From an optimization exercise on the open Yosys and OpenROAD flow, aimed at small area and a short achievable clock period; shortcuts taken in it are not production practice.
The clock port is modelled as an ideal driver, which makes a skipped or thinned clock tree look cheaper than it is; a real chip needs a root buffer or a tree.
Power figures rest on the tool's default switching activity, not on a simulated workload.

Design can_fd_rx, start of the top module:
module can_fd_rx (
    input  wire        clk,
    input  wire        rst,
    input  wire        fd_en,
    input  wire        pex_en,
    input  wire        rx_valid,
    input  wire        rx_bit,
    output reg         ev_hdr,
    output wire [28:0] hdr_ident,
    output reg         hdr_ide,
    output reg         hdr_rtr,
    output reg         hdr_fdf,
    output reg         hdr_brs,
    output reg         hdr_esi,
    output reg  [3:0]  hdr_dlc,
    output reg  [6:0]  hdr_len,
    output reg         ev_word,
    output wire [3:0]  word_idx,
    output wire [31:0] word_data,
    output reg         ev_ack,
    output reg         ev_valid,
    output reg         ev_end,
    output reg         ev_eofdom,
    output reg         ev_pex,
    output reg         ev_err,
    output wire [3:0]  err_kind,
    output wire [4:0]  err_field
);
Size in the first run: about 880 cells after synthesis, ~150 flip-flops, about 100 I/O pins, ~7200 um^2 of cells after synthesis.
clock: 5.0 ns
lec_check: 0
abc_area: 1
cap_margin: 20
core_margin: 2
core_utilization: 40
place_density: 0.6
setup_slack_margin: 3.0
slew_margin: 20
standard.sh (not shown) runs the stock make flow with config.mk's settings and CLKGATE_MAP_FILE= SYNTH_SCRIPT=/design/flow/synth_recipe.tcl, a recipe that flattens the netlist after the stock synthesis.
==> flow/flow/run.sh <==
#!/bin/bash
# Standard layout with two changes:
#  - the port buffers are made from the smallest buffer (sky130_fd_sc_hd__buf_1)
#    instead of the resizer's default choice; timing repair still resizes any
#    of them that is on a critical path;
#  - the clock tree is a balanced two-level tree built by flow/cts_pre.tcl
#    (clk -> 4 buffers -> 8 buffers -> flip-flops, sinks clustered by
#    location) in place of TritonCTS's H-tree; the rest of the CTS step
#    (legalization, setup and hold repair) runs as usual.
set -euo pipefail
here=$(pwd)
export BUFFER_PORTS_ARGS="-buffer_cell sky130_fd_sc_hd__buf_1"
export PRE_CTS_TCL="$here/flow/cts_pre.tcl"
bash standard.sh > standard.log 2>&1
Other scripts of this flow, unchanged in this note and not shown: flow/flow/cts_pre.tcl
Edit:
--- a/flow/design.v
+++ b/flow/design.v
@@ -56,21 +56,20 @@
         b  <= rx_bit;
         fe <= fd_en;
         pe <= pex_en;
     end
     reg        active;
     reg [4:0]  cur;         
     reg [8:0]  cnt;         
     reg        fresh;       
     reg [2:0]  run;         
     reg        last;        
-    reg        dyn;         
     reg        stf;         
     reg [4:0]  sfield;      
     reg [2:0]  stuffc;      
     reg        scerr;       
     reg [14:0] crc15;
     reg [16:0] crc17;
     reg [20:0] crc21;
     reg [31:0] r;           
     reg        lbf;         
     reg [2:0]  ek;          
@@ -97,34 +96,33 @@
     wire c_data   = (cur == F_DATA);
     wire c_sc     = (cur == F_STUFF_COUNT);
     wire c_crc    = (cur == F_CRC);
     wire c_crcdel = (cur == F_CRC_DELIM);
     wire c_ack    = (cur == F_ACK);
     wire c_ackdel = (cur == F_ACK_DELIM);
     wire c_eof    = (cur == F_EOF);
     wire c_msg    = ~cur[4] & ~(cur[3] & cur[2]);    
     wire c_crcs   = c_msg | c_sc | c_crc;            
     wire fd   = hdr_fdf;
+    wire dyn  = c_msg | (c_crc & ~fd);
     wire wide = hdr_len[6] | hdr_len[5] | (hdr_len[4] & (hdr_len[3] | hdr_len[2]));
     wire nf        = ~fresh;
     wire i_b10     = nf & (cnt[3:0] == 4'd9);
     wire i_e17     = nf & (cnt[4:0] == 5'd16);
     wire i_m4_3    = nf & (cnt[1:0] == 2'd2);       
     wire i_byte7   = nf & (cnt[2:0] == 3'd6);
     wire i_c14     = nf & (cnt[3:0] == 4'd13);
     wire i_fdcrc   = (cnt[4:0] == (wide ? 5'd23 : 5'd19));
     wire i_eof5    = nf & (cnt[2:0] == 3'd4);
     wire i_eof6    = nf & (cnt[2:0] == 3'd5);
     wire [8:0] cnt1 = fresh ? 9'd0 : cnt + 9'd1;
-    reg  [2:0] th;
-    wire [3:0] lane_le = {1'b1, th};
-    wire [3:0] lane_eq = {~th[2], th[2] & ~th[1], th[1] & ~th[0], th[0]};
+    wire [1:0] lane = fresh ? 2'd0 : (cnt[2:0] == 3'd7) ? cnt[4:3] + 2'd1 : cnt[4:3];
     wire z15 = (crc15 == 15'd0);
     wire z17 = (crc17 == 17'd0);
     wire z21 = (crc21 == 21'd0);
     wire crc_ok = fd ? (~scerr & (wide ? z21 : z17)) : z15;
     reg sc_exp;
     always @* begin
         if (fresh) sc_exp = stuffc[2];
         else case (cnt[1:0])
             2'd0:    sc_exp = stuffc[2] ^ stuffc[1];
             2'd1:    sc_exp = stuffc[1] ^ stuffc[0];
@@ -240,40 +238,32 @@
             fresh <= adv & ~c_sc;
             cnt   <= cnt1;
         end
         if (s_err)
             ek <= E_STUFF;
         else if (dbit)
             ek <= x_crc ? ((fd & scerr) ? E_STUFF_COUNT : E_CRC) : E_FORM;
         if (sof) begin
             run    <= 3'd1;
             last   <= 1'b0;
-            dyn    <= 1'b1;
             stf    <= 1'b0;
             stuffc <= 3'd0;
         end else if (sbit) begin
             run    <= 3'd1;
             last   <= b;
             stf    <= 1'b0;
             if (dyn) stuffc <= stuffc + 3'd1;
         end else if (dbit) begin
             run    <= same ? run + 3'd1 : 3'd1;
             last   <= b;
             stf    <= (end_data & fd) | ((c_sc | c_crc) & fd & i_m4_3) |
                       (dyn & same & (run == 3'd4));
-            if ((end_data & fd) | (c_crc & ~fd & i_c14)) dyn <= 1'b0;
-        end
-        if (dbit) begin
-            if (!c_data)
-                th <= 3'b111;
-            else if (i_byte7)
-                th <= (th[2] ? {th[1:0], 1'b0} : 3'b111);
         end
         if (dbit)
             sfield <= (end_data & fd) ? F_STUFF_COUNT : cur;
         lbf <= ({1'b0, cnt[8:3]} + 7'd1 == hdr_len);
         if (!active) begin
             crc15 <= 15'd0;
             crc17 <= POLY17;
             crc21 <= POLY21;
         end else if (in_bit && c_crcs) begin
             if (!stf)
@@ -283,23 +273,26 @@
                 crc21 <= {crc21[19:0], 1'b0} ^ ((b ^ crc21[20]) ? POLY21 : 21'd0);
             end
         end
         if (dbit && c_sc)
             scerr <= (fresh ? 1'b0 : scerr) | (b ^ sc_exp);
         if (!active)
             r[17:0] <= 18'd0;
         if (dbit && (c_base || c_ext)) begin
             r <= {r[30:0], b};
         end else if (dbit && c_data) begin
-            for (i = 0; i < 4; i = i + 1)
-                if (lane_le[i])
-                    r[8*i +: 8] <= {r[8*i +: 7], b & lane_eq[i]};
+            for (i = 0; i < 4; i = i + 1) begin
+                if (lane == i[1:0])
+                    r[8*i +: 8] <= {r[8*i +: 7], b};
+                else if (lane < i[1:0])
+                    r[8*i +: 8] <= {r[8*i +: 7], 1'b0};
+            end
         end
         if (dbit) begin
             if (c_rtr1 | c_rtr2) hdr_rtr <= b;
             if (c_ide) hdr_ide <= b;
             if (c_fdf) hdr_fdf <= b;
             if (c_brs) hdr_brs <= b;
             if (c_esi) hdr_esi <= b;
             if (c_dlc) hdr_dlc <= dlc_n;
             if (f_dlc) hdr_len <= len_n;
         end
Outcome:
- The new run passed the timing, DRC and antenna checks
- utilization rises by 0.87 points
- hold slack hardly moves
- global-route usage rises by 0.42 points
- cell area falls by 0.87%
- register-to-register slack hardly moves
- cell count falls by about 0.34%
- die area falls by about 1.5%
- setup slack gets worse by 0.025 ns
- fmax falls by 1.3%
- power falls by 8.3%
- routed wire length rises by 1.8%
Function was not checked in any run of this note: the RTL went through the layout flow alone. In every run of this note, the design's own scripts or RTL, not TritonCTS, make the clock network.

port drivers added, routing unchanged:
The results above use ideal ports. As a check the final layouts listed here were re-extracted and re-timed, cells and wires unchanged.
Step 1, drivers: a clkbuf_16 drives clk and a buf_2 each remaining input, both assumed.
Step 2 also shifts input and output timing later by t, the mid clock arrival at the registers, as if the neighbouring blocks saw the same clock.
Slacks: ideal ports / drivers / drivers and shift; pairs: ideal ports / drivers.
run | t, ns | setup slack, ns | hold slack, ns | cell pins on the clock port's net
the first run | 0.359 | 3.031 / 2.958 / 3.092 | 0.455 / 0.455 / 0.455 | 4
the second run | 0.372 | 3.006 / 2.929 / 3.092 | 0.452 / 0.452 / 0.452 | 4
After both steps every run listed still meets setup and hold.
